Background: an optimization exercise with open tools, aiming at small area, a short achievable clock period and few clock cycles. Do not read the settings as production practice.
Only simulation tests tie the RTL to the original design; equivalence was not proved.
No activity file was given, so power comes from the tool's default toggle rates.

$ cat flow/config.mk
export PLATFORM = sky130hd
export DESIGN_NAME = turf_dec
export DESIGN_NICKNAME = turf_dec
export VERILOG_FILES = /design/flow/design.v
export SDC_FILE = /design/flow/constraint.sdc
export NUM_CORES = 4
export LEC_CHECK = 0
export CAP_MARGIN = 20
export CORE_MARGIN = 2
export CORE_UTILIZATION = 40
export PLACE_DENSITY = 0.6
export SLEW_MARGIN = 20
$ cat flow/constraint.sdc
create_clock -name core_clock -period 8.0 [get_ports {clk}]
set_input_delay 1.6000 -clock core_clock [delete_from_list [all_inputs] [get_ports {clk}]]
set_output_delay 1.6000 -clock core_clock [all_outputs]
set_load 0.01 [all_outputs]
$ cat flow/design.v
module turf_dec (
    input  wire       clk,
    input  wire       rst,         
    input  wire       start,       
    input  wire [6:0] width_m1,    
    input  wire       in_valid,
    input  wire [7:0] in_data,
    output wire       in_ready,
    output reg        out_valid,
    output reg  [7:0] out_data,
    output reg        out_last,    
    input  wire       out_ready,
    output wire       err
);
    localparam [3:0] S_IDLE = 4'd0,
                     S_HDR  = 4'd1,    
                     S_RAW  = 4'd2,    
                     S_RPT  = 4'd3,    
                     S_TOK  = 4'd4,    
                     S_EXT1 = 4'd5,    
                     S_EXT2 = 4'd6,    
                     S_MCHK = 4'd7,    
                     S_LIT  = 4'd8,    
                     S_REPV = 4'd9,    
                     S_REPE = 4'd10,   
                     S_ABV  = 4'd11,   
                     S_DLO  = 4'd12,   
                     S_DHI  = 4'd13,   
                     S_ERR  = 4'd14;
    localparam [1:0] T_LIT = 2'd0, T_REP = 2'd1, T_ABV = 2'd2, T_DLT = 2'd3;
    reg  [3:0]  state;
    reg  [1:0]  hcnt;          
    reg  [23:0] hdr;           
    reg  [7:0]  width;         
    reg         first_row;     
    reg  [7:0]  x;             
    reg  [23:0] blen;          
    reg  [23:0] bcnt;          
    reg  [7:0]  ntok;          
    reg  [1:0]  ttype;
    reg  [5:0]  tcode;
    reg  [7:0]  ext0;
    reg  [16:0] rem;           
    reg  [7:0]  prev;          
    reg  [7:0]  rval;          
    reg  [3:0]  dhi;           
    reg  [7:0]  rowbuf [0:127];
    wire [7:0] above    = first_row ? 8'd0 : rowbuf[x[6:0]];
    wire [7:0] tok_lim  = {1'b0, width[7:1]} + {7'd0, width[0]} + 8'd16;
    wire       can_emit = !out_valid || out_ready;
    wire       body_end = (bcnt == blen);
    wire [7:0] x_left   = width - x;
    wire [16:0] m_len = (tcode < 6'd62) ? {11'd0, tcode} + 17'd1 :
                        (tcode == 6'd62) ? {9'd0, ext0} + 17'd63 :
                                           {1'b0, in_data, ext0} + 17'd319;
    wire [7:0] lo_pix = prev + {{4{in_data[3]}}, in_data[3:0]};
    wire [7:0] hi_pix = prev + {{4{dhi[3]}}, dhi};
    wire want_body = (state == S_TOK) || (state == S_EXT1) || (state == S_EXT2) ||
                     (state == S_REPV) ||
                     ((state == S_LIT || state == S_DLO || state == S_RAW) && can_emit);
    assign in_ready = (state == S_HDR) || (want_body && !body_end);
    wire   take     = in_valid && in_ready;
    assign err      = (state == S_ERR);
    reg       emit;
    reg [7:0] pix;
    always @(*) begin
        emit = 1'b0;
        pix  = 8'd0;
        case (state)
            S_RAW:  begin emit = take;     pix = in_data; end
            S_RPT:  begin emit = can_emit; pix = above;   end
            S_LIT:  begin emit = take;     pix = in_data; end
            S_REPE: begin emit = can_emit; pix = rval;    end
            S_ABV:  begin emit = can_emit; pix = above;   end
            S_DLO:  begin emit = take;     pix = lo_pix;  end
            S_DHI:  begin emit = can_emit; pix = hi_pix;  end
            default: ;
        endcase
    end
    wire row_last = (x == width - 8'd1);
    wire tok_last = (rem == 17'd1);
    always @(posedge clk) begin
        if (rst || start) begin
            out_valid <= 1'b0;
        end else if (emit) begin
            out_valid <= 1'b1;
            out_data  <= pix;
            out_last  <= row_last;
        end else if (out_ready) begin
            out_valid <= 1'b0;
        end
    end
    always @(posedge clk) begin
        if (emit)
            rowbuf[x[6:0]] <= pix;
    end
    always @(posedge clk) begin
        if (rst) begin
            state <= S_IDLE;
        end else if (start) begin
            state     <= S_HDR;
            hcnt      <= 2'd0;
            width     <= {1'b0, width_m1} + 8'd1;
            first_row <= 1'b1;
        end else begin
            if (emit) begin
                x    <= x + 8'd1;
                prev <= pix;
            end
            if (take && state != S_HDR)
                bcnt <= bcnt + 24'd1;
            case (state)
                S_HDR: if (take) begin
                    hcnt <= hcnt + 2'd1;
                    if (hcnt != 2'd3) begin
                        hdr <= {in_data, hdr[23:8]};
                    end else begin
                        blen <= hdr;
                        bcnt <= 24'd0;
                        x    <= 8'd0;
                        ntok <= 8'd0;
                        prev <= 8'd0;
                        if (in_data[7:2] != 6'd0 || in_data[1:0] == 2'b11)
                            state <= S_ERR;
                        else if (in_data[1:0] == 2'b01)
                            state <= (hdr == {16'd0, width}) ? S_RAW : S_ERR;
                        else if (in_data[1:0] == 2'b10)
                            state <= (hdr == 24'd0) ? S_RPT : S_ERR;
                        else
                            state <= S_TOK;
                    end
                end
                S_RAW, S_RPT: if (emit && row_last) begin
                    state     <= S_HDR;
                    first_row <= 1'b0;
                end
                S_TOK: begin
                    if (body_end)
                        state <= S_ERR;
                    else if (take) begin
                        ntok  <= ntok + 8'd1;
                        ttype <= in_data[7:6];
                        tcode <= in_data[5:0];
                        if (ntok >= tok_lim)
                            state <= S_ERR;
                        else if (in_data[5:0] >= 6'd62)
                            state <= S_EXT1;
                        else
                            state <= S_MCHK;
                    end
                end
                S_EXT1: begin
                    if (body_end)
                        state <= S_ERR;
                    else if (take) begin
                        ext0  <= in_data;
                        state <= (tcode == 6'd63) ? S_EXT2 : S_MCHK;
                    end
                end
                S_EXT2: begin
                    if (body_end)
                        state <= S_ERR;
                    else if (take) begin
                        rem   <= m_len;
                        state <= S_MCHK;
                    end
                end
                S_MCHK: begin
                    if (tcode != 6'd63)
                        rem <= m_len;
                    if (((tcode != 6'd63) ? m_len : rem) > {9'd0, x_left})
                        state <= S_ERR;
                    else case (ttype)
                        T_LIT: state <= S_LIT;
                        T_REP: state <= S_REPV;
                        T_ABV: state <= S_ABV;
                        T_DLT: state <= S_DLO;
                    endcase
                end
                S_REPV: begin
                    if (body_end)
                        state <= S_ERR;
                    else if (take) begin
                        rval  <= in_data;
                        state <= S_REPE;
                    end
                end
                S_DLO: begin
                    if (body_end && can_emit)
                        state <= S_ERR;
                    else if (take) begin
                        dhi <= in_data[7:4];
                        rem <= rem - 17'd1;
                        if (tok_last) begin
                            if (in_data[7:4] != 4'd0)
                                state <= S_ERR;
                            else
                                state <= S_TOK;
                        end else begin
                            state <= S_DHI;
                        end
                    end
                end
                S_DHI, S_LIT, S_REPE, S_ABV: begin
                    if (state == S_LIT && body_end && can_emit)
                        state <= S_ERR;
                    else if (emit) begin
                        rem <= rem - 17'd1;
                        if (tok_last)
                            state <= S_TOK;
                        else if (state == S_DHI)
                            state <= S_DLO;
                    end
                end
                default: ;
            endcase
            if (emit && row_last && state != S_RAW && state != S_RPT &&
                !(state == S_DLO && tok_last && in_data[7:4] != 4'd0)) begin
                if (state == S_DHI || state == S_REPE || state == S_ABV || tok_last) begin
                    if (bcnt + {23'd0, take} == blen) begin
                        state     <= S_HDR;
                        first_row <= 1'b0;
                    end else begin
                        state <= S_ERR;
                    end
                end
            end
        end
    end
endmodule
$ cat flow/run.sh
#!/bin/bash
# synth_recipe.tcl (not shown) runs the flow's synth.tcl, then flattens the netlist and writes it again
# the make line also repeats each setting of config.mk as NAME=value (left out here)
make -C /OpenROAD-flow-scripts/flow DESIGN_CONFIG=/design/flow/config.mk WORK_HOME=/design/flow/orfs CLKGATE_MAP_FILE= SYNTH_SCRIPT=/design/flow/synth_recipe.tcl finish
==> flow_metrics.tcl <==
set metrics [dict create \
    status "finished clean" \
    clock_sinks 1197 \
    rsz0062_at_grt "false" \
    async_flop_share 0 \
    synth_cells 2898 \
    syn_area_um2 50500 \
    synth_cell_type_count 86 \
    wl_um 126000 \
    cap_viol_max_count 0 \
    r2r_slack_ns 2.56 \
    min_from "hdr[14]" \
    p_leak_nw 17.3 \
    synthesis.nets 2970 \
    setup_viol 0 \
    vias 27700 \
    critPathMaxFanout 8 \
    design_power_total_mw 13.0 \
    core-area_um2 126000 \
    ctsResizeCount 0 \
    initial_core_util 0.402 \
    gp_congestion 0.894 \
    cts_buffers 118 \
    setup-tns-final_ns 0 \
    drt-pass1-iter-count 6 \
    dp.final_hpwl_um 81000 \
    pre_cts_slack_ns 1.58 \
    ys_seq_elements 1197 \
    wl_per_cell_um 26.7 \
    yosys.area.top_type_share 0.704 \
    area_growth_pct 12.6 \
    io_buffers 31 \
    place_area_um2 53000 \
    grt_pass1_vias 27900 \
    drt_iter0_drc 3455 \
    cts_tree "built" \
    end_kind "register" \
    post_cts_buffers 0 \
    die_w_um 359 \
    yosysTopAreaCell "edfxtp_1" \
    drive_above_1_share 0.186 \
    cts_root_buf "clkbuf_16" \
    crit_type "in -> reg" \
    fill_cells 10700 \
    final_nets 3033 \
    yosys.cell_count.top_type "edfxtp_1" \
    setup_slack_ns 2.22 \
    dieArea_um2 129000 \
    die_height_um 359 \
    num_antenna_cells 0 \
    whs_path_depth 0 \
    yosysWarningCount 1 \
    hold_viol 0 \
    synth_seq_area_share 0.709 \
    track_usage 0.192 \
    drtAntennaViolNets 0 \
    htree_levels 3 \
    dp.cells 4490 \
    stdcell_count 4707 \
    grt_pass1_wl_um 187000 \
    finClkSkew_ns 0.0667 \
    ys.flop_type "edfxtp_1" \
    final_util 0.453 \
    fin_crit_ns 5.78 \
    worstSkewPairLatency_ns 0.73 \
    peakVddDrop_mv 0.160 \
    hold_ws_ns 0.490 \
    drcViolationCount 0 \
    rows 130 \
    syn_area_per_cell_um2 17.4 \
    r2r-start "state[0]" \
    hold_class "reg -> reg" \
    clkTransAtPathRegs_ns 0.06 \
    ctsLongestPathBuffers 3 \
    grt_max_degree 114 \
    gr-total-overflow 0 \
    fin_crit_sh 0.722 \
    start_kind "input port" \
    power_density_nw_per_um2 229 \
    worstPathRequired_ns 8.47 \
    reg2reg_to "rowbuf[20][7]" \
    fmaxAchievable_mhz 173 \
    slew_violations 0 \
    via_per_inst 5.88 \
    antenna_found_initial 2 \
    synth_area_leaders "edfxtp_1 (70%), mux4_2 (12%), nor2_1 (2.0%)" \
    arrival_ns 6.25 \
    slew_headroom 0.226 \
    worst_pin_slew_ns 1.15 \
    reg2reg_depth 11 \
    min_to "hdr[6]" \
    ios 32 \
    holdBufCountCts 0 \
    synthTopCellsByCount "edfxtp_1 (1185), mux4_2 (276), nor2_1 (263)" \
    synth_edf_count 1185 \
    final_area_um2 56900 \
]
-- state kept, by name, indices dropped and copies added (netlist names), 2 cells and up, named ones only --
signal / flops
bcnt: 24
ext0: 8
ttype: 2
tcode: 6
ntok: 8
blen: 24
rval: 8
width: 8
rem: 17
state: 4
prev: 8
dhi: 4
hcnt: 2
x: 8
hdr: 24
out_data: 8
rowbuf: 1024
-- worst max path at each step --
stage,startpoint,to,slack (ns),depth (start not counted)
final,out_ready,first_row,2.22,17
after detailed placement,out_ready,first_row,1.58,17
after global placement,out_ready,first_row,1.55,17
after floorplan,in_data[0],out_data[6],0.47,12
after global routing,out_ready,first_row,1.96,17
after CTS,out_ready,first_row,2.33,17
-- power by group --
group          switching [mW]  internal (mW)  total (mW)
clock                    2.36           3.17        5.53
combinational           0.336          0.264       0.600
sequential             0.0521           6.83        6.88
total                    2.75           10.3        13.0
-- layout make-up --
class / count / area (µm²) / area share
Multi-Input combinational cell: 1486 / 14000 / 0.245
Inverter: 54 / 203 / 0.00356
Sequential cell: 1197 / 35800 / 0.630
Tap cell: 1650 / 2060 / 0.0363
Clock inverter: 69 / 764 / 0.0134
Timing Repair Buffer: 104 / 945 / 0.0166
Clock buffer: 147 / 3100 / 0.0546
-- worst max-delay path, stage by stage --
cell and delay (ns):
clkdlybuf4s50_1 0.48, nand2b_1 0.28, a21oi_1 0.14, o32ai_1 0.42, nand2_1 0.24, a21oi_1 0.58, ha_1 0.33, ha_1 0.33
inv_1 0.07, nor4_1 0.57, mux2i_1 0.16, a211oi_1 0.25, nand4_1 0.14, nor4_1 0.20, buf_4 0.19, a211oi_1 0.06
or2_1 0.21
-- routing by layer --
metal  part of all wire  wire, µm  up-vias  track usage
met5                  0         0        -            0
met4              0.032      4090        0       0.0629
met3              0.069      8730      251       0.0331
met2               0.48     60800     1166        0.311
met1               0.42     52300    14400        0.265
li1                   -         -    11800            -
-- cells by family (layout without fill, tap and decap cells) --
kind of cell | Yosys count | in the layout | share of synthesized area
flip-flops | 1197 | 1197 | 0.709
AND/OR/NAND/NOR | 639 | 639 | 0.0605
AO/OA/AOI/OAI | 366 | 366 | 0.0493
multiplexers | 294 | 294 | 0.127
buffers and inverters | 215 | 374 | 0.0174
XOR/XNOR | 135 | 135 | 0.0240
adder cells (fa/ha/maj) | 52 | 52 | 0.0132
-- cell usage in the layout (no fill, tap or decap), types with 15 or more instances in the layout --
| master | count |
|---|---|
| a21oi_1 | 83 |
| a22oi_1 | 88 |
| buf_4 | 66 |
| clkbuf_1 | 27 |
| clkbuf_16 | 120 |
| clkdlybuf4s50_1 | 31 |
| clkinv_1 | 22 |
| clkinv_2 | 21 |
| edfxtp_1 | 1185 |
| ha_1 | 50 |
| inv_1 | 52 |
| mux4_2 | 276 |
| nand2_1 | 104 |
| nand3_1 | 58 |
| nand4_1 | 29 |
| nor2_1 | 261 |
| nor2b_1 | 18 |
| nor3_1 | 29 |
| nor4_1 | 35 |
| o21ai_0 | 59 |
| o22ai_1 | 15 |
| or3_1 | 17 |
| xnor2_1 | 72 |
| xor2_1 | 61 |
Testbench counts, summed over its fixed seeds: cycles 77,819.

## what the ideal ports hide
No port has a modelled driver above. Below, the same layout with a new extraction and two added sets of constraints. Step 1 assumes that a clkbuf_16 drives the clock port and a buf_2 every other input. Step 2 adds t to the input delays and takes it off the output delays; t is the mean of the earliest and latest rising clock arrival at the registers after step 1. Input paths then give back, and output paths get back, about the clock's delay inside the block. Three values: ideal ports, drivers, drivers and shift; two values: the first two.
t, ns: 0.772
setup WS [ns]: 2.221 / 2.262 / 1.491
hold WS [ns]: 0.490 / 0.490 / 0.490
cell pins on the clock port's net: 1
After both steps this run still meets setup and hold. The setup slack of this run moves by +0.041 ns with the drivers and by -0.730 ns with both steps.
